This is an optimization exercise on Yosys and OpenROAD, whose aim is small area and a short achievable clock period, not a production implementation.
In this exercise RTL edits were held to simulation tests only and were not proved equivalent to the original.

File: config.mk
export PLATFORM = sky130hd
export DESIGN_NAME = ch_compose
export DESIGN_NICKNAME = ch_compose
export VERILOG_FILES = /design/flow/design.v
export SDC_FILE = /design/flow/constraint.sdc
export NUM_CORES = 4
export LEC_CHECK = 0
export CAP_MARGIN = 20
export CORE_MARGIN = 2
export CORE_UTILIZATION = 45
export CTS_CLUSTER_DIAMETER = 80
export CTS_CLUSTER_SIZE = 30
export PLACE_DENSITY = 0.6
export SLEW_MARGIN = 40
File: constraint.sdc
create_clock -name core_clock -period 17.0 [get_ports {clk}]
set_input_delay 3.4000 -clock core_clock [delete_from_list [all_inputs] [get_ports {clk}]]
set_output_delay 3.4000 -clock core_clock [all_outputs]
set_load 0.01 [all_outputs]
File: design.v
module ch_compose (
    input  wire        clk,
    input  wire        rst,
    input  wire        in_valid,
    input  wire [1:0]  x_lo,
    input  wire [1:0]  y_lo,
    input  wire [1:0]  frame_lo,
    input  wire        depth8,
    input  wire [1:0]  dither,
    input  wire [29:0] fill,
    input  wire        l0_en,  input wire [2:0] l0_fmt,  input wire [39:0] l0_pix,  input wire [9:0] l0_galpha,
    input  wire        l1_en,  input wire [2:0] l1_fmt,  input wire [39:0] l1_pix,  input wire [9:0] l1_galpha,
    input  wire        l2_en,  input wire [2:0] l2_fmt,  input wire [39:0] l2_pix,  input wire [9:0] l2_galpha,
    input  wire        l3_en,  input wire [2:0] l3_fmt,  input wire [39:0] l3_pix,  input wire [9:0] l3_galpha,
    input  wire        l4_en,  input wire [2:0] l4_fmt,  input wire [39:0] l4_pix,  input wire [9:0] l4_galpha,
    input  wire        l5_en,  input wire [2:0] l5_fmt,  input wire [39:0] l5_pix,  input wire [9:0] l5_galpha,
    output reg         out_valid,
    output reg  [9:0]  out_r,
    output reg  [9:0]  out_g,
    output reg  [9:0]  out_b
);
    genvar n, k, c;
    localparam NR = 15;            
    reg [NR-1:0] v;
    always @(posedge clk) begin
        if (rst) begin
            v         <= {NR{1'b0}};
            out_valid <= 1'b0;
        end else begin
            v         <= {v[NR-2:0], in_valid};
            out_valid <= v[NR-1];
        end
    end
    wire [2:0]  fmt_i [0:5];
    wire [39:0] pix_i [0:5];
    wire [9:0]  ga_i  [0:5];
    assign fmt_i[0] = l0_fmt; assign pix_i[0] = l0_pix; assign ga_i[0] = l0_en ? l0_galpha : 10'd0;
    assign fmt_i[1] = l1_fmt; assign pix_i[1] = l1_pix; assign ga_i[1] = l1_en ? l1_galpha : 10'd0;
    assign fmt_i[2] = l2_fmt; assign pix_i[2] = l2_pix; assign ga_i[2] = l2_en ? l2_galpha : 10'd0;
    assign fmt_i[3] = l3_fmt; assign pix_i[3] = l3_pix; assign ga_i[3] = l3_en ? l3_galpha : 10'd0;
    assign fmt_i[4] = l4_fmt; assign pix_i[4] = l4_pix; assign ga_i[4] = l4_en ? l4_galpha : 10'd0;
    assign fmt_i[5] = l5_fmt; assign pix_i[5] = l5_pix; assign ga_i[5] = l5_en ? l5_galpha : 10'd0;
    reg [29:0] f0, f1, f2;
    always @(posedge clk) begin
        f0 <= fill;
        f1 <= f0;
        f2 <= f1;
    end
    wire [1:0] kx = (dither == 2'd2) ? x_lo + frame_lo : x_lo;
    wire [1:0] ky = (dither == 2'd2) ? y_lo + frame_lo : y_lo;
    wire [1:0] mt = ky[0] ? (kx[0] ? 2'd1 : 2'd3) : (kx[0] ? 2'd2 : 2'd0);
    wire [1:0] t0 = (dither == 2'd0) ? 2'd2 : mt;
    reg  [2:0] dt [0:NR-1];
    always @(posedge clk) begin
        dt[0] <= {depth8, t0};
    end
    generate
        for (k = 1; k < NR; k = k + 1) begin : g_dt
            always @(posedge clk) dt[k] <= dt[k-1];
        end
    endgenerate
    wire [9:0]  al  [0:5];
    wire [9:0]  aln [0:5];
    wire [29:0] sl  [0:5];
    generate
        for (n = 0; n < 6; n = n + 1) begin : g_lay
            reg  [9:0]  ea;
            always @(*) begin
                case (fmt_i[n])
                    3'd2:    ea = {5{pix_i[n][31:30]}};         
                    3'd4:    ea = {pix_i[n][31:24], pix_i[n][31:30]};
                    3'd6,
                    3'd7,
                    3'd0:    ea = pix_i[n][39:30];
                    default: ea = 10'd1023;
                endcase
            end
            reg [9:0]  ea0;
            reg [9:0]  ga0;
            reg [2:0]  fm0;
            reg [29:0] px0;
            always @(posedge clk) begin
                ea0 <= ea;
                ga0 <= ga_i[n];
                fm0 <= fmt_i[n];
                px0 <= pix_i[n][29:0];
            end
            reg  [29:0] es0;
            always @(*) begin
                case (fm0)
                    3'd3,
                    3'd4:    es0 = {px0[23:16], px0[23:22], px0[15:8], px0[15:14],
                                    px0[7:0], px0[7:6]};
                    3'd5:    es0 = {px0[15:11], px0[15:11], px0[10:5], px0[10:7],
                                    px0[4:0], px0[4:0]};          
                    default: es0 = px0;
                endcase
            end
            wire [9:0] pl, pu0, pu1;
            wire       pk;
            ch_atreel u_at (.A(ea0), .G(ga0), .l(pl), .k(pk), .u0(pu0), .u1(pu1));
            reg [9:0]  plr, pu0r, pu1r;
            reg        pkr;
            reg [29:0] s1;
            always @(posedge clk) begin
                plr  <= pl;
                pkr  <= pk;
                pu0r <= pu0;
                pu1r <= pu1;
                s1   <= es0;
            end
            wire [19:0] ax;
            assign ax[9:0] = plr;
            ch_add10c u_ad (.a(pu0r), .b(pu1r), .ci(pkr), .x(ax[19:10]));
            wire        ac;
            wire [9:0]  ai;
            ch_cmp   u_c (.h(ax[19:10]), .l(ax[9:0]), .c(ac));
            ch_inc10 u_i (.a(ax[19:10]), .y(ai));
            wire [9:0]  a1 = ac ? ai : ax[19:10];
            wire [9:0]  ad [1:12];
            wire [29:0] sd [1:12];
            assign ad[1] = a1;
            assign sd[1] = s1;
            for (k = 2; k <= 2 + 2 * n; k = k + 1) begin : g_dl
                reg [9:0]  ar;
                reg [29:0] sr;
                always @(posedge clk) begin
                    ar <= ad[k-1];
                    sr <= sd[k-1];
                end
                assign ad[k] = ar;
                assign sd[k] = sr;
            end
            assign al[n]  = ad[2 + 2 * n];
            reg [9:0] an;
            always @(posedge clk) an <= ~ad[1 + 2 * n];
            assign aln[n] = an;
            assign sl[n]  = sd[2 + 2 * n];
        end
    endgenerate
    wire [9:0] dr [0:6][0:2];
    generate
        for (c = 0; c < 3; c = c + 1) begin : g_f2
            assign dr[0][c] = f2[c*10 +: 10];
        end
        for (n = 0; n < 6; n = n + 1) begin : g_ln
            for (c = 0; c < 3; c = c + 1) begin : g_c
                wire [9:0] l, u0, u1;
                wire       k;
                ch_treel u_t (.a(al[n]), .na(aln[n]), .s(sl[n][c*10 +: 10]), .d(dr[n][c]),
                              .l(l), .k(k), .u0(u0), .u1(u1));
                reg [9:0] lq, u0q, u1q;
                reg       kq;
                always @(posedge clk) begin
                    lq  <= l;
                    kq  <= k;
                    u0q <= u0;
                    u1q <= u1;
                end
                wire [19:0] x;
                wire        hc;
                assign x[9:0] = lq;
                ch_add10c u_ad (.a(u0q), .b(u1q), .ci(kq), .x(x[19:10]));
                ch_cmp    u_c (.h(x[19:10]), .l(lq), .c(hc));
                wire [9:0]  hi;
                ch_inc10 u_i (.a(x[19:10]), .y(hi));
                reg [9:0] d;
                always @(posedge clk) d <= hc ? hi : x[19:10];
                assign dr[n+1][c] = d;
            end
        end
    endgenerate
    wire [9:0] q [0:2];
    wire [1:0] tt = dt[NR-1][1:0];
    wire       d8 = dt[NR-1][2];
    generate
        for (c = 0; c < 3; c = c + 1) begin : g_out
            wire [9:0] h = dr[6][c];
            wire [7:0] hq;
            ch_inc8 u_i8 (.a(h[9:2]), .y(hq));
            wire [7:0] hs = (&h[9:2]) ? 8'hff : hq;
            wire [2:0] lo = {1'b0, h[1:0]} + {1'b0, tt};
            assign q[c] = d8 ? {2'b00, lo[2] ? hs : h[9:2]} : h;
        end
    endgenerate
    always @(posedge clk) begin
        out_r <= q[2];
        out_g <= q[1];
        out_b <= q[0];
    end
endmodule
module ch_treel (
    input  wire [9:0]  a,
    input  wire [9:0]  na,
    input  wire [9:0]  s,
    input  wire [9:0]  d,
    output wire [9:0]  l,
    output wire        k,
    output wire [9:0]  u0,
    output wire [9:0]  u1
);
    wire [9:0] m0 = ({10{a[0]}} & s) | ({10{na[0]}} & d);
    wire [9:0] m1 = ({10{a[1]}} & s) | ({10{na[1]}} & d);
    wire [9:0] m2 = ({10{a[2]}} & s) | ({10{na[2]}} & d);
    wire [9:0] m3 = ({10{a[3]}} & s) | ({10{na[3]}} & d);
    wire [9:0] m4 = ({10{a[4]}} & s) | ({10{na[4]}} & d);
    wire [9:0] m5 = ({10{a[5]}} & s) | ({10{na[5]}} & d);
    wire [9:0] m6 = ({10{a[6]}} & s) | ({10{na[6]}} & d);
    wire [9:0] m7 = ({10{a[7]}} & s) | ({10{na[7]}} & d);
    wire [9:0] m8 = ({10{a[8]}} & s) | ({10{na[8]}} & d);
    wire [9:0] m9 = ({10{a[9]}} & s) | ({10{na[9]}} & d);
    wire w1 = m0[8] ^ m1[7];
    wire w2 = m0[8] & m1[7];
    wire w3 = m0[9] ^ m1[8] ^ m2[7];
    wire w4 = (m0[9] & m1[8]) | (m0[9] & m2[7]) | (m1[8] & m2[7]);
    wire w5 = m1[9] ^ m2[8];
    wire w6 = m1[9] & m2[8];
    wire w7 = m0[5] ^ m1[4];
    wire w8 = m0[5] & m1[4];
    wire w9 = m0[6] ^ m1[5] ^ m2[4];
    wire w10 = (m0[6] & m1[5]) | (m0[6] & m2[4]) | (m1[5] & m2[4]);
    wire w11 = m3[3] ^ m4[2];
    wire w12 = m3[3] & m4[2];
    wire w13 = m0[7] ^ m1[6] ^ m2[5];
    wire w14 = (m0[7] & m1[6]) | (m0[7] & m2[5]) | (m1[6] & m2[5]);
    wire w15 = m3[4] ^ m4[3] ^ m5[2];
    wire w16 = (m3[4] & m4[3]) | (m3[4] & m5[2]) | (m4[3] & m5[2]);
    wire w17 = m6[1] ^ m7[0];
    wire w18 = m6[1] & m7[0];
    wire w19 = m2[6] ^ m3[5] ^ m4[4];
    wire w20 = (m2[6] & m3[5]) | (m2[6] & m4[4]) | (m3[5] & m4[4]);
    wire w21 = m5[3] ^ m6[2] ^ m7[1];
    wire w22 = (m5[3] & m6[2]) | (m5[3] & m7[1]) | (m6[2] & m7[1]);
    wire w23 = m8[0] ^ 1'b1 ^ w1;
    wire w24 = (m8[0] & 1'b1) | (m8[0] & w1) | (1'b1 & w1);
    wire w25 = m3[6] ^ m4[5] ^ m5[4];
    wire w26 = (m3[6] & m4[5]) | (m3[6] & m5[4]) | (m4[5] & m5[4]);
    wire w27 = m6[3] ^ m7[2] ^ m8[1];
    wire w28 = (m6[3] & m7[2]) | (m6[3] & m8[1]) | (m7[2] & m8[1]);
    wire w29 = m9[0] ^ w2 ^ w3;
    wire w30 = (m9[0] & w2) | (m9[0] & w3) | (w2 & w3);
    wire w31 = m3[7] ^ m4[6] ^ m5[5];
    wire w32 = (m3[7] & m4[6]) | (m3[7] & m5[5]) | (m4[6] & m5[5]);
    wire w33 = m6[4] ^ m7[3] ^ m8[2];
    wire w34 = (m6[4] & m7[3]) | (m6[4] & m8[2]) | (m7[3] & m8[2]);
    wire w35 = m9[1] ^ w5 ^ w4;
    wire w36 = (m9[1] & w5) | (m9[1] & w4) | (w5 & w4);
    wire w37 = m2[9] ^ m3[8] ^ m4[7];
    wire w38 = (m2[9] & m3[8]) | (m2[9] & m4[7]) | (m3[8] & m4[7]);
    wire w39 = m5[6] ^ m6[5] ^ m7[4];
    wire w40 = (m5[6] & m6[5]) | (m5[6] & m7[4]) | (m6[5] & m7[4]);
    wire w41 = m8[3] ^ m9[2] ^ w6;
    wire w42 = (m8[3] & m9[2]) | (m8[3] & w6) | (m9[2] & w6);
    wire w43 = m3[9] ^ m4[8] ^ m5[7];
    wire w44 = (m3[9] & m4[8]) | (m3[9] & m5[7]) | (m4[8] & m5[7]);
    wire w45 = m6[6] ^ m7[5] ^ m8[4];
    wire w46 = (m6[6] & m7[5]) | (m6[6] & m8[4]) | (m7[5] & m8[4]);
    wire w47 = m4[9] ^ m5[8] ^ m6[7];
    wire w48 = (m4[9] & m5[8]) | (m4[9] & m6[7]) | (m5[8] & m6[7]);
    wire w49 = m0[3] ^ m1[2];
    wire w50 = m0[3] & m1[2];
    wire w51 = m0[4] ^ m1[3] ^ m2[2];
    wire w52 = (m0[4] & m1[3]) | (m0[4] & m2[2]) | (m1[3] & m2[2]);
    wire w53 = m3[1] ^ m4[0];
    wire w54 = m3[1] & m4[0];
    wire w55 = m2[3] ^ m3[2] ^ m4[1];
    wire w56 = (m2[3] & m3[2]) | (m2[3] & m4[1]) | (m3[2] & m4[1]);
    wire w57 = m5[0] ^ 1'b1 ^ w7;
    wire w58 = (m5[0] & 1'b1) | (m5[0] & w7) | (1'b1 & w7);
    wire w59 = m5[1] ^ m6[0] ^ 1'b1;
    wire w60 = (m5[1] & m6[0]) | (m5[1] & 1'b1) | (m6[0] & 1'b1);
    wire w61 = w8 ^ w11 ^ w9;
    wire w62 = (w8 & w11) | (w8 & w9) | (w11 & w9);
    wire w63 = 1'b1 ^ w12 ^ w17;
    wire w64 = (1'b1 & w12) | (1'b1 & w17) | (w12 & w17);
    wire w65 = w10 ^ w13 ^ w15;
    wire w66 = (w10 & w13) | (w10 & w15) | (w13 & w15);
    wire w67 = w18 ^ w14 ^ w16;
    wire w68 = (w18 & w14) | (w18 & w16) | (w14 & w16);
    wire w69 = w19 ^ w21 ^ w23;
    wire w70 = (w19 & w21) | (w19 & w23) | (w21 & w23);
    wire w71 = w20 ^ w22 ^ w25;
    wire w72 = (w20 & w22) | (w20 & w25) | (w22 & w25);
    wire w73 = w27 ^ w24 ^ w29;
    wire w74 = (w27 & w24) | (w27 & w29) | (w24 & w29);
    wire w75 = w26 ^ w28 ^ w31;
    wire w76 = (w26 & w28) | (w26 & w31) | (w28 & w31);
    wire w77 = w33 ^ w30 ^ w35;
    wire w78 = (w33 & w30) | (w33 & w35) | (w30 & w35);
    wire w79 = w32 ^ w34 ^ w37;
    wire w80 = (w32 & w34) | (w32 & w37) | (w34 & w37);
    wire w81 = w39 ^ w41 ^ w36;
    wire w82 = (w39 & w41) | (w39 & w36) | (w41 & w36);
    wire w83 = m9[3] ^ w38 ^ w40;
    wire w84 = (m9[3] & w38) | (m9[3] & w40) | (w38 & w40);
    wire w85 = w43 ^ w45 ^ w42;
    wire w86 = (w43 & w45) | (w43 & w42) | (w45 & w42);
    wire w87 = m7[6] ^ m8[5] ^ m9[4];
    wire w88 = (m7[6] & m8[5]) | (m7[6] & m9[4]) | (m8[5] & m9[4]);
    wire w89 = w44 ^ w46 ^ w47;
    wire w90 = (w44 & w46) | (w44 & w47) | (w46 & w47);
    wire w91 = m5[9] ^ m6[8] ^ m7[7];
    wire w92 = (m5[9] & m6[8]) | (m5[9] & m7[7]) | (m6[8] & m7[7]);
    wire w93 = m8[6] ^ m9[5] ^ w48;
    wire w94 = (m8[6] & m9[5]) | (m8[6] & w48) | (m9[5] & w48);
    wire w95 = m6[9] ^ m7[8] ^ m8[7];
    wire w96 = (m6[9] & m7[8]) | (m6[9] & m8[7]) | (m7[8] & m8[7]);
    wire w97 = m0[2] ^ m1[1];
    wire w98 = m0[2] & m1[1];
    wire w99 = m2[1] ^ m3[0] ^ 1'b1;
    wire w100 = (m2[1] & m3[0]) | (m2[1] & 1'b1) | (m3[0] & 1'b1);
    wire w101 = 1'b1 ^ w50 ^ w53;
    wire w102 = (1'b1 & w50) | (1'b1 & w53) | (w50 & w53);
    wire w103 = w54 ^ w52 ^ w55;
    wire w104 = (w54 & w52) | (w54 & w55) | (w52 & w55);
    wire w105 = w56 ^ w59 ^ w58;
    wire w106 = (w56 & w59) | (w56 & w58) | (w59 & w58);
    wire w107 = w60 ^ w63 ^ w62;
    wire w108 = (w60 & w63) | (w60 & w62) | (w63 & w62);
    wire w109 = w64 ^ w66 ^ w67;
    wire w110 = (w64 & w66) | (w64 & w67) | (w66 & w67);
    wire w111 = w68 ^ w71 ^ w70;
    wire w112 = (w68 & w71) | (w68 & w70) | (w71 & w70);
    wire w113 = w72 ^ w75 ^ w74;
    wire w114 = (w72 & w75) | (w72 & w74) | (w75 & w74);
    wire w115 = w76 ^ w79 ^ w81;
    wire w116 = (w76 & w79) | (w76 & w81) | (w79 & w81);
    wire w117 = w80 ^ w83 ^ w85;
    wire w118 = (w80 & w83) | (w80 & w85) | (w83 & w85);
    wire w119 = w87 ^ w84 ^ w89;
    wire w120 = (w87 & w84) | (w87 & w89) | (w84 & w89);
    wire w121 = w88 ^ w91 ^ w90;
    wire w122 = (w88 & w91) | (w88 & w90) | (w91 & w90);
    wire w123 = m9[6] ^ w92 ^ w95;
    wire w124 = (m9[6] & w92) | (m9[6] & w95) | (w92 & w95);
    wire w125 = m7[9] ^ m8[8] ^ m9[7];
    wire w126 = (m7[9] & m8[8]) | (m7[9] & m9[7]) | (m8[8] & m9[7]);
    wire w127 = m0[1] ^ m1[0];
    wire w128 = m0[1] & m1[0];
    wire w129 = m2[0] ^ 1'b1 ^ w97;
    wire w130 = (m2[0] & 1'b1) | (m2[0] & w97) | (1'b1 & w97);
    wire w131 = w98 ^ w49 ^ w99;
    wire w132 = (w98 & w49) | (w98 & w99) | (w49 & w99);
    wire w133 = w100 ^ w51 ^ w101;
    wire w134 = (w100 & w51) | (w100 & w101) | (w51 & w101);
    wire w135 = w102 ^ w57 ^ w103;
    wire w136 = (w102 & w57) | (w102 & w103) | (w57 & w103);
    wire w137 = w104 ^ w61 ^ w105;
    wire w138 = (w104 & w61) | (w104 & w105) | (w61 & w105);
    wire w139 = w65 ^ w106 ^ w107;
    wire w140 = (w65 & w106) | (w65 & w107) | (w106 & w107);
    wire w141 = w69 ^ w108 ^ w109;
    wire w142 = (w69 & w108) | (w69 & w109) | (w108 & w109);
    wire w143 = w110 ^ w73 ^ w111;
    wire w144 = (w110 & w73) | (w110 & w111) | (w73 & w111);
    wire w145 = w77 ^ w112 ^ w113;
    wire w146 = (w77 & w112) | (w77 & w113) | (w112 & w113);
    wire w147 = w78 ^ w115 ^ w114;
    wire w148 = (w78 & w115) | (w78 & w114) | (w115 & w114);
    wire w149 = w82 ^ w117 ^ w116;
    wire w150 = (w82 & w117) | (w82 & w116) | (w117 & w116);
    wire w151 = w86 ^ w119 ^ w118;
    wire w152 = (w86 & w119) | (w86 & w118) | (w119 & w118);
    wire w153 = w93 ^ w120 ^ w121;
    wire w154 = (w93 & w120) | (w93 & w121) | (w120 & w121);
    wire w155 = w94 ^ w123 ^ w122;
    wire w156 = (w94 & w123) | (w94 & w122) | (w123 & w122);
    wire w157 = w96 ^ w125 ^ w124;
    wire w158 = (w96 & w125) | (w96 & w124) | (w125 & w124);
    wire w159 = m8[9] ^ m9[8] ^ w126;
    wire w160 = (m8[9] & m9[8]) | (m8[9] & w126) | (m9[8] & w126);
    wire w161 = m0[0] & 1'b1;
    wire w162 = w127 & 1'b1;
    wire w163 = w128 & w129;
    wire w164 = w130 & w131;
    wire w165 = w132 & w133;
    wire w166 = w134 & w135;
    wire w167 = w136 & w137;
    wire w168 = w138 & w139;
    wire w169 = w140 & w141;
    wire w170 = w142 & w143;
    wire w171 = m0[0] ^ 1'b1;
    wire w172 = w127 ^ 1'b1;
    wire w173 = w128 ^ w129;
    wire w174 = w130 ^ w131;
    wire w175 = w132 ^ w133;
    wire w176 = w134 ^ w135;
    wire w177 = w136 ^ w137;
    wire w178 = w138 ^ w139;
    wire w179 = w140 ^ w141;
    wire w180 = w142 ^ w143;
    wire w181 = w162 | (w172 & w161);
    wire w182 = w172 & w171;
    wire w183 = w164 | (w174 & w163);
    wire w184 = w174 & w173;
    wire w185 = w166 | (w176 & w165);
    wire w186 = w176 & w175;
    wire w187 = w168 | (w178 & w167);
    wire w188 = w178 & w177;
    wire w189 = w170 | (w180 & w169);
    wire w190 = w180 & w179;
    wire w191 = w163 | (w173 & w181);
    wire w192 = w173 & w182;
    wire w193 = w183 | (w184 & w181);
    wire w194 = w184 & w182;
    wire w195 = w167 | (w177 & w185);
    wire w196 = w177 & w186;
    wire w197 = w187 | (w188 & w185);
    wire w198 = w188 & w186;
    wire w199 = w165 | (w175 & w193);
    wire w200 = w175 & w194;
    wire w201 = w185 | (w186 & w193);
    wire w202 = w186 & w194;
    wire w203 = w195 | (w196 & w193);
    wire w204 = w196 & w194;
    wire w205 = w197 | (w198 & w193);
    wire w206 = w198 & w194;
    wire w207 = w169 | (w179 & w205);
    wire w208 = w179 & w206;
    wire w209 = w189 | (w190 & w205);
    wire w210 = w190 & w206;
    wire w211 = w172 ^ w161;
    wire w212 = w173 ^ w181;
    wire w213 = w174 ^ w191;
    wire w214 = w175 ^ w193;
    wire w215 = w176 ^ w199;
    wire w216 = w177 ^ w201;
    wire w217 = w178 ^ w203;
    wire w218 = w179 ^ w205;
    wire w219 = w180 ^ w207;
    assign l = {w219, w218, w217, w216, w215, w214, w213, w212, w211, w171};
    assign k = w209;
    assign u0 = {1'b0, w160, w158, w156, w154, w152, w150, w148, w146, w144};
    assign u1 = {1'b0, m9[9], w159, w157, w155, w153, w151, w149, w147, w145};
endmodule
module ch_add10c (
    input  wire [9:0] a,
    input  wire [9:0] b,
    input  wire ci,
    output wire [9:0] x
);
    wire w1 = a[0] & b[0];
    wire w2 = a[1] & b[1];
    wire w3 = a[2] & b[2];
    wire w4 = a[3] & b[3];
    wire w5 = a[4] & b[4];
    wire w6 = a[5] & b[5];
    wire w7 = a[6] & b[6];
    wire w8 = a[7] & b[7];
    wire w9 = a[8] & b[8];
    wire w10 = a[9] & b[9];
    wire w11 = a[0] ^ b[0];
    wire w12 = a[1] ^ b[1];
    wire w13 = a[2] ^ b[2];
    wire w14 = a[3] ^ b[3];
    wire w15 = a[4] ^ b[4];
    wire w16 = a[5] ^ b[5];
    wire w17 = a[6] ^ b[6];
    wire w18 = a[7] ^ b[7];
    wire w19 = a[8] ^ b[8];
    wire w20 = a[9] ^ b[9];
    wire w21 = w1 | (w11 & ci);
    wire w22 = w2 | (w12 & w21);
    wire w23 = w12 & w11;
    wire w24 = w4 | (w14 & w3);
    wire w25 = w14 & w13;
    wire w26 = w6 | (w16 & w5);
    wire w27 = w16 & w15;
    wire w28 = w8 | (w18 & w7);
    wire w29 = w18 & w17;
    wire w30 = w10 | (w20 & w9);
    wire w31 = w20 & w19;
    wire w32 = w3 | (w13 & w22);
    wire w33 = w13 & w23;
    wire w34 = w24 | (w25 & w22);
    wire w35 = w25 & w23;
    wire w36 = w7 | (w17 & w26);
    wire w37 = w17 & w27;
    wire w38 = w28 | (w29 & w26);
    wire w39 = w29 & w27;
    wire w40 = w5 | (w15 & w34);
    wire w41 = w15 & w35;
    wire w42 = w26 | (w27 & w34);
    wire w43 = w27 & w35;
    wire w44 = w36 | (w37 & w34);
    wire w45 = w37 & w35;
    wire w46 = w38 | (w39 & w34);
    wire w47 = w39 & w35;
    wire w48 = w9 | (w19 & w46);
    wire w49 = w19 & w47;
    wire w50 = w30 | (w31 & w46);
    wire w51 = w31 & w47;
    wire w52 = w11 ^ ci;
    wire w53 = w12 ^ w21;
    wire w54 = w13 ^ w22;
    wire w55 = w14 ^ w32;
    wire w56 = w15 ^ w34;
    wire w57 = w16 ^ w40;
    wire w58 = w17 ^ w42;
    wire w59 = w18 ^ w44;
    wire w60 = w19 ^ w46;
    wire w61 = w20 ^ w48;
    assign x = {w61, w60, w59, w58, w57, w56, w55, w54, w53, w52};
endmodule
module ch_atreel (
    input  wire [9:0]  A,
    input  wire [9:0]  G,
    output wire [9:0]  l,
    output wire        k,
    output wire [9:0]  u0,
    output wire [9:0]  u1
);
    wire [9:0] p0 = G[0] ? A : 10'd0;
    wire [9:0] p1 = G[1] ? A : 10'd0;
    wire [9:0] p2 = G[2] ? A : 10'd0;
    wire [9:0] p3 = G[3] ? A : 10'd0;
    wire [9:0] p4 = G[4] ? A : 10'd0;
    wire [9:0] p5 = G[5] ? A : 10'd0;
    wire [9:0] p6 = G[6] ? A : 10'd0;
    wire [9:0] p7 = G[7] ? A : 10'd0;
    wire [9:0] p8 = G[8] ? A : 10'd0;
    wire [9:0] p9 = G[9] ? A : 10'd0;
    wire w1 = p0[8] ^ p1[7];
    wire w2 = p0[8] & p1[7];
    wire w3 = p0[9] ^ p1[8] ^ p2[7];
    wire w4 = (p0[9] & p1[8]) | (p0[9] & p2[7]) | (p1[8] & p2[7]);
    wire w5 = p1[9] ^ p2[8];
    wire w6 = p1[9] & p2[8];
    wire w7 = p0[5] ^ p1[4];
    wire w8 = p0[5] & p1[4];
    wire w9 = p0[6] ^ p1[5] ^ p2[4];
    wire w10 = (p0[6] & p1[5]) | (p0[6] & p2[4]) | (p1[5] & p2[4]);
    wire w11 = p3[3] ^ p4[2];
    wire w12 = p3[3] & p4[2];
    wire w13 = p0[7] ^ p1[6] ^ p2[5];
    wire w14 = (p0[7] & p1[6]) | (p0[7] & p2[5]) | (p1[6] & p2[5]);
    wire w15 = p3[4] ^ p4[3] ^ p5[2];
    wire w16 = (p3[4] & p4[3]) | (p3[4] & p5[2]) | (p4[3] & p5[2]);
    wire w17 = p6[1] ^ p7[0];
    wire w18 = p6[1] & p7[0];
    wire w19 = p2[6] ^ p3[5] ^ p4[4];
    wire w20 = (p2[6] & p3[5]) | (p2[6] & p4[4]) | (p3[5] & p4[4]);
    wire w21 = p5[3] ^ p6[2] ^ p7[1];
    wire w22 = (p5[3] & p6[2]) | (p5[3] & p7[1]) | (p6[2] & p7[1]);
    wire w23 = p8[0] ^ 1'b1 ^ w1;
    wire w24 = (p8[0] & 1'b1) | (p8[0] & w1) | (1'b1 & w1);
    wire w25 = p3[6] ^ p4[5] ^ p5[4];
    wire w26 = (p3[6] & p4[5]) | (p3[6] & p5[4]) | (p4[5] & p5[4]);
    wire w27 = p6[3] ^ p7[2] ^ p8[1];
    wire w28 = (p6[3] & p7[2]) | (p6[3] & p8[1]) | (p7[2] & p8[1]);
    wire w29 = p9[0] ^ w2 ^ w3;
    wire w30 = (p9[0] & w2) | (p9[0] & w3) | (w2 & w3);
    wire w31 = p3[7] ^ p4[6] ^ p5[5];
    wire w32 = (p3[7] & p4[6]) | (p3[7] & p5[5]) | (p4[6] & p5[5]);
    wire w33 = p6[4] ^ p7[3] ^ p8[2];
    wire w34 = (p6[4] & p7[3]) | (p6[4] & p8[2]) | (p7[3] & p8[2]);
    wire w35 = p9[1] ^ w5 ^ w4;
    wire w36 = (p9[1] & w5) | (p9[1] & w4) | (w5 & w4);
    wire w37 = p2[9] ^ p3[8] ^ p4[7];
    wire w38 = (p2[9] & p3[8]) | (p2[9] & p4[7]) | (p3[8] & p4[7]);
    wire w39 = p5[6] ^ p6[5] ^ p7[4];
    wire w40 = (p5[6] & p6[5]) | (p5[6] & p7[4]) | (p6[5] & p7[4]);
    wire w41 = p8[3] ^ p9[2] ^ w6;
    wire w42 = (p8[3] & p9[2]) | (p8[3] & w6) | (p9[2] & w6);
    wire w43 = p3[9] ^ p4[8] ^ p5[7];
    wire w44 = (p3[9] & p4[8]) | (p3[9] & p5[7]) | (p4[8] & p5[7]);
    wire w45 = p6[6] ^ p7[5] ^ p8[4];
    wire w46 = (p6[6] & p7[5]) | (p6[6] & p8[4]) | (p7[5] & p8[4]);
    wire w47 = p4[9] ^ p5[8] ^ p6[7];
    wire w48 = (p4[9] & p5[8]) | (p4[9] & p6[7]) | (p5[8] & p6[7]);
    wire w49 = p0[3] ^ p1[2];
    wire w50 = p0[3] & p1[2];
    wire w51 = p0[4] ^ p1[3] ^ p2[2];
    wire w52 = (p0[4] & p1[3]) | (p0[4] & p2[2]) | (p1[3] & p2[2]);
    wire w53 = p3[1] ^ p4[0];
    wire w54 = p3[1] & p4[0];
    wire w55 = p2[3] ^ p3[2] ^ p4[1];
    wire w56 = (p2[3] & p3[2]) | (p2[3] & p4[1]) | (p3[2] & p4[1]);
    wire w57 = p5[0] ^ 1'b1 ^ w7;
    wire w58 = (p5[0] & 1'b1) | (p5[0] & w7) | (1'b1 & w7);
    wire w59 = p5[1] ^ p6[0] ^ 1'b1;
    wire w60 = (p5[1] & p6[0]) | (p5[1] & 1'b1) | (p6[0] & 1'b1);
    wire w61 = w8 ^ w11 ^ w9;
    wire w62 = (w8 & w11) | (w8 & w9) | (w11 & w9);
    wire w63 = 1'b1 ^ w12 ^ w17;
    wire w64 = (1'b1 & w12) | (1'b1 & w17) | (w12 & w17);
    wire w65 = w10 ^ w13 ^ w15;
    wire w66 = (w10 & w13) | (w10 & w15) | (w13 & w15);
    wire w67 = w18 ^ w14 ^ w16;
    wire w68 = (w18 & w14) | (w18 & w16) | (w14 & w16);
    wire w69 = w19 ^ w21 ^ w23;
    wire w70 = (w19 & w21) | (w19 & w23) | (w21 & w23);
    wire w71 = w20 ^ w22 ^ w25;
    wire w72 = (w20 & w22) | (w20 & w25) | (w22 & w25);
    wire w73 = w27 ^ w24 ^ w29;
    wire w74 = (w27 & w24) | (w27 & w29) | (w24 & w29);
    wire w75 = w26 ^ w28 ^ w31;
    wire w76 = (w26 & w28) | (w26 & w31) | (w28 & w31);
    wire w77 = w33 ^ w30 ^ w35;
    wire w78 = (w33 & w30) | (w33 & w35) | (w30 & w35);
    wire w79 = w32 ^ w34 ^ w37;
    wire w80 = (w32 & w34) | (w32 & w37) | (w34 & w37);
    wire w81 = w39 ^ w41 ^ w36;
    wire w82 = (w39 & w41) | (w39 & w36) | (w41 & w36);
    wire w83 = p9[3] ^ w38 ^ w40;
    wire w84 = (p9[3] & w38) | (p9[3] & w40) | (w38 & w40);
    wire w85 = w43 ^ w45 ^ w42;
    wire w86 = (w43 & w45) | (w43 & w42) | (w45 & w42);
    wire w87 = p7[6] ^ p8[5] ^ p9[4];
    wire w88 = (p7[6] & p8[5]) | (p7[6] & p9[4]) | (p8[5] & p9[4]);
    wire w89 = w44 ^ w46 ^ w47;
    wire w90 = (w44 & w46) | (w44 & w47) | (w46 & w47);
    wire w91 = p5[9] ^ p6[8] ^ p7[7];
    wire w92 = (p5[9] & p6[8]) | (p5[9] & p7[7]) | (p6[8] & p7[7]);
    wire w93 = p8[6] ^ p9[5] ^ w48;
    wire w94 = (p8[6] & p9[5]) | (p8[6] & w48) | (p9[5] & w48);
    wire w95 = p6[9] ^ p7[8] ^ p8[7];
    wire w96 = (p6[9] & p7[8]) | (p6[9] & p8[7]) | (p7[8] & p8[7]);
    wire w97 = p0[2] ^ p1[1];
    wire w98 = p0[2] & p1[1];
    wire w99 = p2[1] ^ p3[0] ^ 1'b1;
    wire w100 = (p2[1] & p3[0]) | (p2[1] & 1'b1) | (p3[0] & 1'b1);
    wire w101 = 1'b1 ^ w50 ^ w53;
    wire w102 = (1'b1 & w50) | (1'b1 & w53) | (w50 & w53);
    wire w103 = w54 ^ w52 ^ w55;
    wire w104 = (w54 & w52) | (w54 & w55) | (w52 & w55);
    wire w105 = w56 ^ w59 ^ w58;
    wire w106 = (w56 & w59) | (w56 & w58) | (w59 & w58);
    wire w107 = w60 ^ w63 ^ w62;
    wire w108 = (w60 & w63) | (w60 & w62) | (w63 & w62);
    wire w109 = w64 ^ w66 ^ w67;
    wire w110 = (w64 & w66) | (w64 & w67) | (w66 & w67);
    wire w111 = w68 ^ w71 ^ w70;
    wire w112 = (w68 & w71) | (w68 & w70) | (w71 & w70);
    wire w113 = w72 ^ w75 ^ w77;
    wire w114 = (w72 & w75) | (w72 & w77) | (w75 & w77);
    wire w115 = w76 ^ w79 ^ w78;
    wire w116 = (w76 & w79) | (w76 & w78) | (w79 & w78);
    wire w117 = w80 ^ w83 ^ w85;
    wire w118 = (w80 & w83) | (w80 & w85) | (w83 & w85);
    wire w119 = w87 ^ w84 ^ w89;
    wire w120 = (w87 & w84) | (w87 & w89) | (w84 & w89);
    wire w121 = w88 ^ w91 ^ w90;
    wire w122 = (w88 & w91) | (w88 & w90) | (w91 & w90);
    wire w123 = p9[6] ^ w92 ^ w95;
    wire w124 = (p9[6] & w92) | (p9[6] & w95) | (w92 & w95);
    wire w125 = p7[9] ^ p8[8] ^ p9[7];
    wire w126 = (p7[9] & p8[8]) | (p7[9] & p9[7]) | (p8[8] & p9[7]);
    wire w127 = p0[1] ^ p1[0];
    wire w128 = p0[1] & p1[0];
    wire w129 = p2[0] ^ 1'b1 ^ w97;
    wire w130 = (p2[0] & 1'b1) | (p2[0] & w97) | (1'b1 & w97);
    wire w131 = w98 ^ w49 ^ w99;
    wire w132 = (w98 & w49) | (w98 & w99) | (w49 & w99);
    wire w133 = w100 ^ w51 ^ w101;
    wire w134 = (w100 & w51) | (w100 & w101) | (w51 & w101);
    wire w135 = w102 ^ w57 ^ w103;
    wire w136 = (w102 & w57) | (w102 & w103) | (w57 & w103);
    wire w137 = w104 ^ w61 ^ w105;
    wire w138 = (w104 & w61) | (w104 & w105) | (w61 & w105);
    wire w139 = w65 ^ w106 ^ w107;
    wire w140 = (w65 & w106) | (w65 & w107) | (w106 & w107);
    wire w141 = w69 ^ w108 ^ w109;
    wire w142 = (w69 & w108) | (w69 & w109) | (w108 & w109);
    wire w143 = w110 ^ w73 ^ w111;
    wire w144 = (w110 & w73) | (w110 & w111) | (w73 & w111);
    wire w145 = w74 ^ w112 ^ w113;
    wire w146 = (w74 & w112) | (w74 & w113) | (w112 & w113);
    wire w147 = w81 ^ w114 ^ w115;
    wire w148 = (w81 & w114) | (w81 & w115) | (w114 & w115);
    wire w149 = w82 ^ w117 ^ w116;
    wire w150 = (w82 & w117) | (w82 & w116) | (w117 & w116);
    wire w151 = w86 ^ w119 ^ w118;
    wire w152 = (w86 & w119) | (w86 & w118) | (w119 & w118);
    wire w153 = w93 ^ w121 ^ w120;
    wire w154 = (w93 & w121) | (w93 & w120) | (w121 & w120);
    wire w155 = w94 ^ w123 ^ w122;
    wire w156 = (w94 & w123) | (w94 & w122) | (w123 & w122);
    wire w157 = w96 ^ w125 ^ w124;
    wire w158 = (w96 & w125) | (w96 & w124) | (w125 & w124);
    wire w159 = p8[9] ^ p9[8] ^ w126;
    wire w160 = (p8[9] & p9[8]) | (p8[9] & w126) | (p9[8] & w126);
    wire w161 = p0[0] & 1'b1;
    wire w162 = w127 & 1'b1;
    wire w163 = w128 & w129;
    wire w164 = w130 & w131;
    wire w165 = w132 & w133;
    wire w166 = w134 & w135;
    wire w167 = w136 & w137;
    wire w168 = w138 & w139;
    wire w169 = w140 & w141;
    wire w170 = w142 & w143;
    wire w171 = p0[0] ^ 1'b1;
    wire w172 = w127 ^ 1'b1;
    wire w173 = w128 ^ w129;
    wire w174 = w130 ^ w131;
    wire w175 = w132 ^ w133;
    wire w176 = w134 ^ w135;
    wire w177 = w136 ^ w137;
    wire w178 = w138 ^ w139;
    wire w179 = w140 ^ w141;
    wire w180 = w142 ^ w143;
    wire w181 = w162 | (w172 & w161);
    wire w182 = w172 & w171;
    wire w183 = w164 | (w174 & w163);
    wire w184 = w174 & w173;
    wire w185 = w166 | (w176 & w165);
    wire w186 = w176 & w175;
    wire w187 = w168 | (w178 & w167);
    wire w188 = w178 & w177;
    wire w189 = w170 | (w180 & w169);
    wire w190 = w180 & w179;
    wire w191 = w163 | (w173 & w181);
    wire w192 = w173 & w182;
    wire w193 = w183 | (w184 & w181);
    wire w194 = w184 & w182;
    wire w195 = w167 | (w177 & w185);
    wire w196 = w177 & w186;
    wire w197 = w187 | (w188 & w185);
    wire w198 = w188 & w186;
    wire w199 = w165 | (w175 & w193);
    wire w200 = w175 & w194;
    wire w201 = w185 | (w186 & w193);
    wire w202 = w186 & w194;
    wire w203 = w195 | (w196 & w193);
    wire w204 = w196 & w194;
    wire w205 = w197 | (w198 & w193);
    wire w206 = w198 & w194;
    wire w207 = w169 | (w179 & w205);
    wire w208 = w179 & w206;
    wire w209 = w189 | (w190 & w205);
    wire w210 = w190 & w206;
    wire w211 = w172 ^ w161;
    wire w212 = w173 ^ w181;
    wire w213 = w174 ^ w191;
    wire w214 = w175 ^ w193;
    wire w215 = w176 ^ w199;
    wire w216 = w177 ^ w201;
    wire w217 = w178 ^ w203;
    wire w218 = w179 ^ w205;
    wire w219 = w180 ^ w207;
    assign l = {w219, w218, w217, w216, w215, w214, w213, w212, w211, w171};
    assign k = w209;
    assign u0 = {1'b0, w160, w158, w156, w154, w152, w150, w148, w146, w144};
    assign u1 = {1'b0, p9[9], w159, w157, w155, w153, w151, w149, w147, w145};
endmodule
module ch_cmp (
    input  wire [9:0] h,
    input  wire [9:0] l,
    output wire       c
);
    wire w1 = h[0] & l[0];
    wire w2 = h[1] & l[1];
    wire w3 = h[2] & l[2];
    wire w4 = h[3] & l[3];
    wire w5 = h[4] & l[4];
    wire w6 = h[5] & l[5];
    wire w7 = h[6] & l[6];
    wire w8 = h[7] & l[7];
    wire w9 = h[8] & l[8];
    wire w10 = h[9] & l[9];
    wire w11 = h[0] | l[0];
    wire w12 = h[1] | l[1];
    wire w13 = h[2] | l[2];
    wire w14 = h[3] | l[3];
    wire w15 = h[4] | l[4];
    wire w16 = h[5] | l[5];
    wire w17 = h[6] | l[6];
    wire w18 = h[7] | l[7];
    wire w19 = h[8] | l[8];
    wire w20 = h[9] | l[9];
    wire w21 = w1 | (w11 & 1'b1);
    wire w22 = w2 | (w12 & w21);
    wire w23 = w12 & w11;
    wire w24 = w4 | (w14 & w3);
    wire w25 = w14 & w13;
    wire w26 = w6 | (w16 & w5);
    wire w27 = w16 & w15;
    wire w28 = w8 | (w18 & w7);
    wire w29 = w18 & w17;
    wire w30 = w10 | (w20 & w9);
    wire w31 = w20 & w19;
    wire w32 = w3 | (w13 & w22);
    wire w33 = w13 & w23;
    wire w34 = w24 | (w25 & w22);
    wire w35 = w25 & w23;
    wire w36 = w7 | (w17 & w26);
    wire w37 = w17 & w27;
    wire w38 = w28 | (w29 & w26);
    wire w39 = w29 & w27;
    wire w40 = w5 | (w15 & w34);
    wire w41 = w15 & w35;
    wire w42 = w26 | (w27 & w34);
    wire w43 = w27 & w35;
    wire w44 = w36 | (w37 & w34);
    wire w45 = w37 & w35;
    wire w46 = w38 | (w39 & w34);
    wire w47 = w39 & w35;
    wire w48 = w9 | (w19 & w46);
    wire w49 = w19 & w47;
    wire w50 = w30 | (w31 & w46);
    wire w51 = w31 & w47;
    assign c = w50;
endmodule
module ch_inc10 (
    input  wire [9:0] a,
    output wire [9:0] y
);
    wire w1 = 1'b0 | (a[0] & 1'b1);
    wire w2 = 1'b0 | (a[1] & w1);
    wire w3 = a[1] & a[0];
    wire w4 = 1'b0 | (a[3] & 1'b0);
    wire w5 = a[3] & a[2];
    wire w6 = 1'b0 | (a[5] & 1'b0);
    wire w7 = a[5] & a[4];
    wire w8 = 1'b0 | (a[7] & 1'b0);
    wire w9 = a[7] & a[6];
    wire w10 = 1'b0 | (a[9] & 1'b0);
    wire w11 = a[9] & a[8];
    wire w12 = 1'b0 | (a[2] & w2);
    wire w13 = a[2] & w3;
    wire w14 = w4 | (w5 & w2);
    wire w15 = w5 & w3;
    wire w16 = 1'b0 | (a[6] & w6);
    wire w17 = a[6] & w7;
    wire w18 = w8 | (w9 & w6);
    wire w19 = w9 & w7;
    wire w20 = 1'b0 | (a[4] & w14);
    wire w21 = a[4] & w15;
    wire w22 = w6 | (w7 & w14);
    wire w23 = w7 & w15;
    wire w24 = w16 | (w17 & w14);
    wire w25 = w17 & w15;
    wire w26 = w18 | (w19 & w14);
    wire w27 = w19 & w15;
    wire w28 = 1'b0 | (a[8] & w26);
    wire w29 = a[8] & w27;
    wire w30 = w10 | (w11 & w26);
    wire w31 = w11 & w27;
    wire w32 = a[0] ^ 1'b1;
    wire w33 = a[1] ^ w1;
    wire w34 = a[2] ^ w2;
    wire w35 = a[3] ^ w12;
    wire w36 = a[4] ^ w14;
    wire w37 = a[5] ^ w20;
    wire w38 = a[6] ^ w22;
    wire w39 = a[7] ^ w24;
    wire w40 = a[8] ^ w26;
    wire w41 = a[9] ^ w28;
    assign y = {w41, w40, w39, w38, w37, w36, w35, w34, w33, w32};
endmodule
module ch_inc8 (
    input  wire [7:0] a,
    output wire [7:0] y
);
    wire w1 = 1'b0 | (a[0] & 1'b1);
    wire w2 = 1'b0 | (a[1] & w1);
    wire w3 = a[1] & a[0];
    wire w4 = 1'b0 | (a[3] & 1'b0);
    wire w5 = a[3] & a[2];
    wire w6 = 1'b0 | (a[5] & 1'b0);
    wire w7 = a[5] & a[4];
    wire w8 = 1'b0 | (a[7] & 1'b0);
    wire w9 = a[7] & a[6];
    wire w10 = 1'b0 | (a[2] & w2);
    wire w11 = a[2] & w3;
    wire w12 = w4 | (w5 & w2);
    wire w13 = w5 & w3;
    wire w14 = 1'b0 | (a[6] & w6);
    wire w15 = a[6] & w7;
    wire w16 = w8 | (w9 & w6);
    wire w17 = w9 & w7;
    wire w18 = 1'b0 | (a[4] & w12);
    wire w19 = a[4] & w13;
    wire w20 = w6 | (w7 & w12);
    wire w21 = w7 & w13;
    wire w22 = w14 | (w15 & w12);
    wire w23 = w15 & w13;
    wire w24 = w16 | (w17 & w12);
    wire w25 = w17 & w13;
    wire w26 = a[0] ^ 1'b1;
    wire w27 = a[1] ^ w1;
    wire w28 = a[2] ^ w2;
    wire w29 = a[3] ^ w10;
    wire w30 = a[4] ^ w12;
    wire w31 = a[5] ^ w18;
    wire w32 = a[6] ^ w20;
    wire w33 = a[7] ^ w22;
    assign y = {w33, w32, w31, w30, w29, w28, w27, w26};
endmodule
File: flow/run.sh
#!/bin/bash
# The standard layout (the standard.sh: standard synthesis, floorplan,
# placement, CTS, routing), with one change: the buffers that placement puts
# on every input and output port are sky130_fd_sc_hd__buf_2 cells instead of
# the cell buffer_ports picks by default.
set -euo pipefail
export BUFFER_PORTS_ARGS="-buffer_cell sky130_fd_sc_hd__buf_2"
bash standard.sh > standard_flow.log 2>&1
File: standard.sh
#!/bin/bash
# synth_recipe.tcl (not shown) runs the flow's synth.tcl, then flattens the netlist and writes it again
# the make line also repeats each setting of config.mk as NAME=value (left out here)
make -C /OpenROAD-flow-scripts/flow DESIGN_CONFIG=/design/flow/config.mk WORK_HOME=/design/flow/orfs CLKGATE_MAP_FILE= SYNTH_SCRIPT=/design/flow/synth_recipe.tcl "${@:-finish}"
==> metrics.md <==
| Metric | Value |
|---|---|
| Status | `no timing/DRC/antenna violations` |
| Routed wire length | `358000 um` |
| Cells after Synth | `14100` |
| Top-count cell post-synth | `dfxtp_1` |
| Clock Latency Late Sink | `930 ps` |
| CTS H-tree depth | `4` |
| Layout cells sized above 1 | `0.0647` |
| Crit end category | `primary output` |
| Routed Antenna Nets | `0` |
| Crit path DAT | `1390 ps` |
| Crit path cell chain | `buf_2` |
| Synth warnings | `3` |
| Fin Setup TNS | `0 ps` |
| Die W | `590 um` |
| Register area | `around 0.061 mm2` |
| Predominant post-synthesis flop cell | `dfxtp_1` |
| CP max stage cell | `dfxtp_1` |
| Filler instances | `about 31000` |
| Worst hold-check path type | `flop to flop` |
| CTS root buf | `clkbuf_16` |
| Setup crit start kind | `flop` |
| Met3 Wirelength | `22300 um` |
| # clock sinks | `3055` |
| DRT Pass-1 Iters | `8` |
| Die Area | `around 0.35 mm2` |
| Top delay family on crit path | `flip-flops` |
| Initial antenna violation count | `12` |
| Setup Fix Bufs, Post-CTS | `0` |
| First-pass GRT wire length | `568000 um` |
| Syn Nets | `17100` |
| Post-synth top cells | `dfxtp_1 (3055), inv_1 (2617), fa_1 (1728)` |
| Ys async rst share | `0` |
| Final Cell Area | `around 0.17 mm2` |
| Placed cell area | `roughly 0.16 mm2` |
| Share of the synthesized area in the top cell type | `0.396` |
| Largest net degree at the start of global routing | `49` |
| Slew HR | `0.411` |
| CTS clk-pin slew, worst paths | `100 ps` |
| Yosys top cell by area | `dfxtp_1` |
| Gpl congestion | `between 0.8 and 0.9` |
| Period utilization | `0.282` |
| PortBufs | `around 390` |
| Max_cap viols | `0` |
| Final global-route overflow total | `0` |
| Worst EP required | `13600 ps` |
| Vias per Instance | `5.24` |
| Post-CTS Resized | `0` |
| Crit Path Category | `flop to primary output` |
| CP Max Fanout | `1` |
| Final nets | `between 15000 and 20000` |
| CTS Hold Bufs | `0` |
| # IOs | `397` |
| Total CTS buffers | `167` |
| Buf/Inv on CP | `1` |
| Initial DRC Count | `6567` |
| Largest stage delay on the critical path | `330 ps` |
| Area of the multi-input gates | `0.0803 mm2` |
| Top post-synthesis cells by area | `dfxtp_1 (40%), fa_1 (22%), ha_1 (6.9%)` |
| Initial core utilization | `0.451` |
| DRC | `0` |
| Core ar. | `0.342 mm2` |
| Sequential element share of the synthesized area | `0.396` |
| Routed metal-1 wirelength | `147000 um` |
| Final min period | `4790 ps` |
| Vert. Die Dim | `590 um` |
| Total GRT Usage | `0.205` |
| CTS tree | `yes` |
| Unrepaired setup endpoints after global routing | `false` |
| Vias post-DR | `97400` |
| Avg Cell Area, Syn | `roughly 11 um2` |
| Post-synth EDFFs | `0` |
| Max Slew Vio Count | `0` |
| Clk buf depth | `4` |
| Layout area overhead | `7.49%` |
| Row count | `215` |
| Routed wire per std cell | `19.3 um` |
| Synthesized flop and latch total | `3055` |
| Hold Fails Final Rpt | `0` |
| Vias in the first global route | `102000` |
| Worst slew pin tran | `875 ps` |
| Synth unique cells | `67` |
| Max layer used | `met4` |
| F_max | `around 210 MHz` |
| Number of setup violations in the final report | `0` |
| HPWL Detailed | `258000 um` |
| Routed wl met2 | `175000 um` |
| Clk_skew | `77.4 ps` |
| Area of the mapped netlist | `0.154 mm2` |
==> placed cells by master, fill, tap and decap left out, drive strengths merged, types with 18 or more instances in the layout <==
cell	n
a21o	118
a22o	1029
o21ai	253
nand2	554
o22ai	60
nor3	22
buf	521
and3	78
clkinv	37
xnor2	244
xor2	85
o21a	56
nand4	19
maj3	60
a21oi	198
mux2	46
ha	852
and2	524
nor2	131
o211ai	56
fa	1728
clkbuf	177
nor2b	159
inv	2672
o22a	46
dfxtp	3055
a221o	109
nand3	40
mux2i	18
a222oi	18
o21bai	24
nand2b	86
o221ai	19
a22oi	816
==> final cells by class <==
cell class	count	share of cell area
clock inverter	96	0.0107
antenna	3	0.0000452
tap	4557	0.0343
clock buffer	177	0.0260
multi-input combinational	7562	0.484
timing repair buffer	521	0.0176
sequential	3055	0.368
inverter	2619	0.0592
==> path summary, 6_finish.rpt <==
path | start | to | slack [ps] | depth (start not counted)
worst min register to register | dt[11][0]$_DFF_P_ | dt[12][0]$_DFF_P_ | 280 | 0
worst max register to register | g_lay[4].g_dl[10].ar[1]$_DFF_P_ | g_ln[4].g_c[1].lq[9]$_DFF_P_ | 12250 | 12
worst max-delay path | out_r[2]$_DFF_P_ | out_r[2] | 12210 | 1
worst min-delay path | dt[11][0]$_DFF_P_ | dt[12][0]$_DFF_P_ | 280 | 0
==> registers in the layout, summed over array words and instances, names as in the netlist, 15 cells and up <==
| name | flops |
|---|---|
| dt | 45 |
| g_lay.g_dl.sr | 1080 |
| g_ln.g_c.u1q | 162 |
| g_ln.g_c.lq | 180 |
| g_lay.px0 | 180 |
| g_lay.an | 60 |
| g_ln.g_c.kq | 18 |
| g_lay.s1 | 180 |
| g_ln.g_c.u0q | 162 |
| f0 | 30 |
| g_lay.pu0r | 54 |
| g_lay.plr | 60 |
| g_lay.fm0 | 18 |
| g_ln.g_c.d | 180 |
| g_lay.pu1r | 54 |
| v | 15 |
| f1 | 30 |
| g_lay.ea0 | 60 |
| g_lay.g_dl.ar | 360 |
| g_lay.ga0 | 60 |
| f2 | 30 |
==> stage by stage <==
step	cells	util	hold WS (ps)	setup slack, ps
6_report	18600	0.485	279	12210
5_1_grt	18600	0.485	289	11980
4_1_cts	18600	0.485	270	12110
3_5_place_dp	18300	0.467	312	12270
3_3_place_gp	18300	0.467	310	12190
2_1_floorplan	14100	-	310	12530
==> cell families after synthesis <==
group	Yosys count	synth area share
and+or+nand+nor	1648	0.0554
AOI/OAI and AO/OA	2881	0.144
buffers and inverters	3488	0.0848
xor gates and xnor gates	329	0.0187
adders and majority gates	2640	0.297
DFF	3055	0.396
muxes	64	0.00452
==> layer usage <==
| metal | track usage | vias up |
|---|---|---|
| li1 | - | 45200 |
| met1 | 0.257 | 48000 |
| met2 | 0.358 | 3385 |
| met3 | 0.0296 | 814 |
| met4 | 0.0772 | 0 |
| met5 | 0 | - |

[afterwards: timing with drivers on the ports]
The flow's constraints put no driver on any port. The routed layout listed below was extracted and timed again, unchanged, in two steps.
Step 1 sets driving cells, clkbuf_16 on the clock port and buf_2 on the other inputs (assumed; they add their load-dependent delay and slew).
Step 2 times the ports against the registers' clock, not the clock port: input delays grow and output delays shrink by t, the midpoint of the rising clock arrivals with the driver on.
Slacks: no drivers / after step 1 / after step 2; pairs: no drivers / after step 1.
shift t [ns]: 0.998
slack for setup (ns): 12.214 / 12.103 / 12.064
worst hold slack (ns): 0.279 / 0.279 / 0.279
After both steps this run still meets setup and hold. The setup slack of this run moves by -0.111 ns with the drivers and by -0.150 ns with both steps.
